From an optimization exercise on the open Yosys and OpenROAD flow, aimed at small area, a short achievable clock period and few clock cycles; shortcuts taken in it are not production practice. At most, simulation tests tie the RTL to the original design; equivalence was not proved. Power figures rest on the tool's default switching activity, not on a simulated workload.

## pvc_decoder
module pvc_decoder (
    input  wire        clk,
    input  wire        rst,
    input  wire        s_valid,
    output wire        s_ready,
    input  wire [19:0] s_last,
    input  wire [19:0] s_desc,
    input  wire        s_eob,
    input  wire [13:0] s_bits,
    input  wire        b_valid,
    output wire        b_ready,
    input  wire [19:0] b_data,
    output reg         r_valid,
    output reg  [19:0] r_value,
    output reg         v_valid,
    output reg         v_ok,
    output wire [13:0] v_used
);
Size in the first run: about 2500 cells after synthesis, about 120 I/O pins.
clock: 12.0 ns
lec_check: 0
abc_area: 1
cap_margin: 20
core_margin: 2
core_utilization: 40
slew_margin: 20
synth_hierarchical: 1
standard.sh (not shown) runs the stock make flow with config.mk's settings and CLKGATE_MAP_FILE= SYNTH_SCRIPT=/design/flow/synth_recipe.tcl, a recipe that flattens the netlist after the stock synthesis.
==> flow/flow/run.sh <==
#!/bin/bash
set -euo pipefail
export SETUP_SLACK_MARGIN=8
bash standard.sh > standard_flow.log 2>&1
Next try:
--- a/flow/design.v
+++ b/flow/design.v
@@ -125,33 +125,22 @@
     wire [4:0] sb = {ub[4] ^ ba4, bt ^ {ba3, ba2, ba1, 1'b0}};       
     wire ge20 = p[4] | ba4;                                           
     wire [7:0] std = (L == 4'd0) ? st24 :
                      ge20 ? {2'd1, sb, sb >= 5'd17} : {2'd0, sa, sa >= 5'd17};
     wire [7:0] st  = disd ? std : (P ? st1 : st0);
     wire [1:0] A   = st[7:6];
     wire [4:0] pw  = st[5:1];
     wire       phi = st[0];
     wire        bhi = |brem[13:6];
     wire [6:0]  tb  = {1'b0, brem[5:0]} - {2'b0, p};    
-    function gt_w(input [4:0] ww);                        
-        gt_w = !bhi && ($signed(tb) < $signed({2'b0, ww}));
-    endfunction
-    function eq_w(input [4:0] ww);                        
-        eq_w = !bhi && (tb == {2'b0, ww});
-    endfunction
-    wire [15:0] gtd, eqd;
-    generate for (gx = 0; gx < 16; gx = gx + 1) begin : g_cmp
-        assign gtd[gx] = gt_w(gx == 0 ? 5'd24 : 5'(gx + 4));
-        assign eqd[gx] = eq_w(gx == 0 ? 5'd24 : 5'(gx + 4));
-    end endgenerate
-    wire s_gt = disd ? gtd[L] : P ? gt_w(w1) : gt_w(w0);
-    wire s_eq = disd ? eqd[L] : P ? eq_w(w1) : eq_w(w0);
+    wire s_gt = !bhi && ($signed(tb) < $signed({2'b0, w}));
+    wire s_eq = !bhi && (tb == {2'b0, w});
     wire [14:0] dmask;
     generate for (gx = 0; gx < 15; gx = gx + 1) begin : g_mask
         assign dmask[gx] = (L > gx);
     end endgenerate
     wire [15:0] dsx  = {x[18:4], 1'b0};
     wire        dsgn = dsx[L];
     wire [19:0] dext = {{5{dsgn}}, (x[18:4] & dmask) | ({15{dsgn}} & ~dmask)};
     wire [19:0] y    = disd ? ((L == 4'd0) ? x[23:4] : dext) : (isp ? x[20:1] : x[19:0]);
     reg [4:0] w1_in;
     always @* begin
@@ -292,14 +281,13 @@
         vlast  <= dlast;
         vsh    <= (dmode == 3'd2 || dmode == 3'd4) ? dq : 4'd0;
         vadd   <= disd && (L != 4'd0);
         vkeep  <= isp && !P;
         veob   <= deob;
         vw     <= w;
         vok    <= !past && s_eq;
         vfirst <= dfirst;
         r_value <= r;
         v_ok    <= vok;
-        if (vvalid)
-            acc <= (vfirst ? 14'd0 : acc) + {9'd0, vw};
+        acc <= ((vvalid && vfirst) ? 14'd0 : acc) + {9'd0, vw & {5{vvalid}}};
     end
 endmodule
Clock skew shrinks by 0.0088 ns.
Global-route usage grows by 0.25 points.
Register-to-register slack loses 0.09 ns.
Core utilization grows by 0.73 points.
Critical path depth grows by 2.
Sequential share of layout area shrinks by 0.23 points.
Non-clock buffer count grows by 9.
Synthesized cell count shrinks by a few percent.
Clock power grows by roughly a tenth.
Wire length shrinks by a few percent.
Testbench counts after the change, summed over its fixed seeds: cycles 31,734.
No functional check of the RTL was part of the first run of this note.

---

## main
Another version of the RTL of pvc_decoder (not shown whole).
For scale: roughly 2600 cells after synthesis, ~230 flip-flops, ~120 I/O pins, roughly 18000 sq um of cells after synthesis.
==> flow/design.v (excerpt) <==
module pvc_decoder (
    input  wire        clk,
    input  wire        rst,
    input  wire        s_valid,
    output wire        s_ready,
    input  wire [19:0] s_last,
    input  wire [19:0] s_desc,
    input  wire        s_eob,
    input  wire [13:0] s_bits,
    input  wire        b_valid,
    output wire        b_ready,
    input  wire [19:0] b_data,
    output reg         r_valid,
    output reg  [19:0] r_value,
    output reg         v_valid,
    output reg         v_ok,
    output wire [13:0] v_used
);
clock: 12.0 ns
lec_check: 0
abc_area: 1
cap_margin: 20
core_margin: 2
core_utilization: 40
slew_margin: 20
Scripts as last shown in full above: flow/flow/run.sh
main | stages: all done | timing, DRC, antenna: all pass
Testbench counts of main, summed over its fixed seeds: cycles 31,734.
Changes in the feature branch relative to main:
--- a/flow/design.v
+++ b/flow/design.v
@@ -85,33 +85,16 @@
         reg [5:0] t;
         begin
             if (ss >= 6'd40)      begin t = ss - 6'd40; stepv = {2'd2, t[4:0], t[4:0] >= 5'd17}; end
             else if (ss >= 6'd20) begin t = ss - 6'd20; stepv = {2'd1, t[4:0], t[4:0] >= 5'd17}; end
             else                                        stepv = {2'd0, ss[4:0], ss[4:0] >= 5'd17};
         end
     endfunction
-    wire [7:0] stx  = {2'd1, p, p >= 5'd17};
-    wire [7:0] sti  = (p == 5'd19) ? 8'b01_00000_0 : {2'd0, p + 5'd1, p >= 5'd16};
-    wire [7:0] stdb = {sti[7:6] + 2'd1, sti[5:0]};
-    wire [5:0] pq   = {1'b0, p} - {2'b0, dq};                 
-    wire [5:0] pq1  = pq + 6'd1;                              
-    wire [5:0] pqw  = pq + 6'd20;
-    wire [5:0] pq1w = pq1 + 6'd20;
-    wire [7:0] stb  = pq[5]  ? {2'd0, pqw[4:0],  pqw[4:0] >= 5'd17} : {2'd1, pq[4:0], pq[4:0] >= 5'd17};
-    wire [7:0] stbb = pq1[5] ? {2'd0, pq1w[4:0], pq1w[4:0] >= 5'd17} :
-                      (pq1 == 6'd20) ? 8'b10_00000_0 : {2'd1, pq1[4:0], pq1[4:0] >= 5'd17};
-    reg  [7:0] st1, st0;
-    always @* begin
-        case (dmode)
-            3'd0:    begin st1 = stx;  st0 = stx; end
-            3'd2:    begin st1 = stb;  st0 = stb; end
-            3'd3:    begin st1 = stdb; st0 = sti; end
-            default: begin st1 = stbb; st0 = sti; end
-        endcase
-    end
+    wire [7:0] st1  = stepv({1'b0, p} + {1'b0, w1});
+    wire [7:0] st0  = stepv({1'b0, p} + {1'b0, w0});
     wire [7:0] st24 = stepv({1'b0, p} + 6'd24);             
     wire [4:0] u  = p + 5'd4;                                 
     wire [4:0] ub = p - 5'd16;                                
     wire [3:0] ug = u[3:0] & L, ut = u[3:0] ^ L;
     wire [3:0] bg = ub[3:0] & L, bt = ub[3:0] ^ L;
     wire ua1 = ug[0];
     wire ua2 = ug[1] | ut[1] & ug[0];
==> comparison <==
The feature branch against main: share of cells above drive strength 1 went up 2.7 points, vertical die dimension increased by 0.75% relative to the old numbers, proportion of power drawn by the clock network saw a decrease.
Per the comparison of the feature branch with main, cell-internal power fell by 2.5%, half-perimeter wire length after placement stayed essentially flat, non-clock buffer count in the final layout rose by about 2%, via count rose by about 1%.
Slack of the critical path in the feature branch is 0.31 ns lower than in main
[the feature branch] critical path depth rose 29 relative to main
Lower total length of routed met2 wires among the feature branch and main: main
main -> the feature branch: clock tree buffer count of the final layout decreased by more than 10%
Peak ir drop on the vdd network went up by more than 10% going from main to the feature branch.
The feature branch — fraction of area in multi-input gates 1.1 points higher, main as reference
Higher pin slew with the least headroom to its limit was reported by the feature branch, not main.
Testbench counts of the feature branch, summed over its fixed seeds: cycles 31,734.

---

Another version of the RTL of pvc_decoder (not shown whole).
Size: about 2,700 cells after synthesis, ~180 flip-flops, roughly 120 I/O pins, ~17,000 sq um of cells after synthesis.
// pvc_decoder
module pvc_decoder (
    input  wire        clk,
    input  wire        rst,
    input  wire        s_valid,
    output wire        s_ready,
    input  wire [19:0] s_last,
    input  wire [19:0] s_desc,
    input  wire        s_eob,
    input  wire [13:0] s_bits,
    input  wire        b_valid,
    output wire        b_ready,
    input  wire [19:0] b_data,
    output reg         r_valid,
    output reg  [19:0] r_value,
    output reg         v_valid,
    output reg         v_ok,
    output wire [13:0] v_used
);
clock: 12.0 ns
lec_check: 0
abc_area: 1
cap_margin: 20
core_margin: 2
core_utilization: 60
cts_buf_list: sky130_fd_sc_hd__clkbuf_8
slew_margin: 20
tns_end_percent: 5
Scripts as last shown in full above: flow/flow/run.sh
Edit:
--- a/flow/design.v
+++ b/flow/design.v
@@ -26,23 +26,33 @@
     reg        nfirst;          
     reg        gd, gn;          
     reg        sr;              
     reg [13:0] brem;
     reg [2:0]  ib;
     reg        past;            
     reg        drain;           
     reg [19:0] s0, s1, s2;
     reg [2:0]  v;
     reg [4:0]  p;               
     reg [19:0] ph;              
-    reg [13:0] acc;             
+    reg        vvalid;
+    reg [19:0] vy;              
+    reg [19:0] vlast;
+    reg [3:0]  vsh;             
+    reg        vadd;            
+    reg        vkeep;           
+    reg        veob;
+    reg [4:0]  vw;
+    reg        vok;
+    reg        vfirst;
+    reg [13:0] acc;
     assign s_ready = sr;
     assign b_ready = !v[2];
     assign v_used  = acc;
     wire take   = s_valid && sr;
     wire arrive = b_valid && !v[2];
     wire g      = disd ? gd : gn;
     wire dec    = dfull && g;
     wire [59:0] win = {ib[2] ? s2 : 20'd0, ib[1] ? s1 : 20'd0, ib[0] ? s0 : 20'd0};
     wire [38:0] xa = p[4] ? {12'd0, win[42:16]} : win[38:0];
     wire [30:0] xb = p[3] ? xa[38:8] : xa[30:0];
     wire [26:0] xc = p[2] ? xb[30:4] : xb[26:0];
@@ -182,51 +192,52 @@
     wire       okd  = allk || n3 || (n2 && !phi);
     wire       oke  = n2;
     wire       alls = !ctx && allk;
     wire       oksn = alls || n2;
     wire       oksd = alls || n3 || (n2 && p < 5'd17);
     wire gd_nxt = !drain_nxt && (dec ? (deob ? oke : okd) : oksd);
     wire gn_nxt = !drain_nxt && (dec ? (deob ? oke : okn) : oksn);
     wire isd_nxt = sr ? (s_desc[19:17] == 3'd1) : disd;
     wire [2:0] gib = ctx ? 3'b111 : ibsub;
     wire blk_nxt = !drain_nxt && !(dfull_nxt && deob_nxt && gib[2]);
     wire sr_nxt  = blk_nxt && (!dfull_nxt || (isd_nxt ? gd_nxt : gn_nxt));
-    wire [3:0]  sh = (dmode == 3'd2 || dmode == 3'd4) ? dq : 4'd0;
-    wire [19:0] z  = y << sh;
-    wire [19:0] r  = (disd && L != 4'd0) ? dlast + y : (isp && !P) ? dlast : z;
+    wire [19:0] z = vy << vsh;
+    wire [19:0] r = vadd ? vlast + vy : vkeep ? vlast : z;
     always @(posedge clk) begin
         if (rst) begin
             dfull   <= 1'b0;
             nfirst  <= 1'b1;
             gd      <= 1'b0;
             gn      <= 1'b0;
             sr      <= 1'b1;
             v       <= 3'd0;
             p       <= 5'd0;
             ph      <= 20'd1;
             drain   <= 1'b0;
+            vvalid  <= 1'b0;
             r_valid <= 1'b0;
             v_valid <= 1'b0;
         end else begin
             dfull   <= dfull_nxt;
             gd      <= gd_nxt;
             gn      <= gn_nxt;
             sr      <= sr_nxt;
             v       <= v_nxt;
             p       <= p_nxt;
             ph      <= ph_nxt;
             drain   <= drain_nxt;
             if (take)
                 nfirst <= s_eob;
-            r_valid <= dec;
-            v_valid <= dec && deob;
+            vvalid  <= dec;
+            r_valid <= vvalid;
+            v_valid <= vvalid && veob;
         end
         if (sr) begin
             dmode  <= s_desc[19:17];
             disd   <= (s_desc[19:17] == 3'd1);
             dq     <= s_desc[15:12];
             dlast  <= s_last;
             deob   <= s_eob;
             dfirst <= nfirst;
         end
         brem <= ctx ? s_bits : bsub;
         ib   <= ctx ? ibnew : ibsub;
@@ -243,17 +254,26 @@
             2'd1: begin
                 s0 <= v[1] ? s1 : b_data;
                 s1 <= v[2] ? s2 : b_data;
                 s2 <= b_data;
             end
             default: begin
                 s0 <= v[2] ? s2 : b_data;
                 s1 <= b_data;
                 s2 <= b_data;
             end
         endcase
+        vy     <= y;
+        vlast  <= dlast;
+        vsh    <= (dmode == 3'd2 || dmode == 3'd4) ? dq : 4'd0;
+        vadd   <= disd && (L != 4'd0);
+        vkeep  <= isp && !P;
+        veob   <= deob;
+        vw     <= w;
+        vok    <= !past && s_eq;
+        vfirst <= dfirst;
         r_value <= r;
-        v_ok    <= !past && s_eq;
-        if (dec)
-            acc <= (dfirst ? 14'd0 : acc) + {9'd0, w};
+        v_ok    <= vok;
+        if (vvalid)
+            acc <= (vfirst ? 14'd0 : acc) + {9'd0, vw};
     end
 endmodule
Outcome:
- setup slack improved by 600 ps
- design area went up slightly
- clock skew went up by 37 ps
- cell count went down by a few percent
- routed wire length went down by a few percent
- register-to-register slack improved by 600 ps
- die area went up by a few percent
Testbench counts after the change, summed over its fixed seeds: cycles 31,734.
Function not checked in the first run of this note: the RTL went through the layout flow alone.

re-timing with driven ports:
The results above use ideal ports. As a check the final layouts listed here were re-extracted and re-timed, cells and wires unchanged.
Step 1 sets driving cells, clkbuf_16 on the clock port and buf_2 on the other inputs (assumed; they add their load-dependent delay and slew).
Step 2, shift: input delay + t, output delay - t, t = (earliest + latest rising clock arrival at the registers) / 2. This alone moves slack from input paths to output paths.
Slacks: ideal ports / drivers / drivers and shift; pairs: ideal ports / drivers.
run	t, ns	setup WS [ns]	worst setup path after step 2	clock arrival spread, ns	cell pins on the clock port's net
the first run of note 1	0.612	7.884 / 7.884 / 7.606	input to register	0.022 / 0.022	1
the second run of note 1	0.611	7.796 / 7.796 / 7.649	input to register	0.012 / 0.012	1
main	0.621	8.057 / 7.999 / 7.691	input to register	0.036 / 0.035	1
the feature branch	0.589	7.749 / 7.749 / 7.423	input to register	0.012 / 0.012	1
the first run of note 3	0.583	7.351 / 7.351 / 7.160	input to register	0.021 / 0.022	1
the second run of note 3	0.607	7.952 / 7.907 / 7.581	input to register	0.057 / 0.058	1
After both steps every run listed still meets setup and hold. The setup slack of the second run of note 3, which loses most, moves by -0.045 ns with the drivers and by -0.371 ns with both steps.
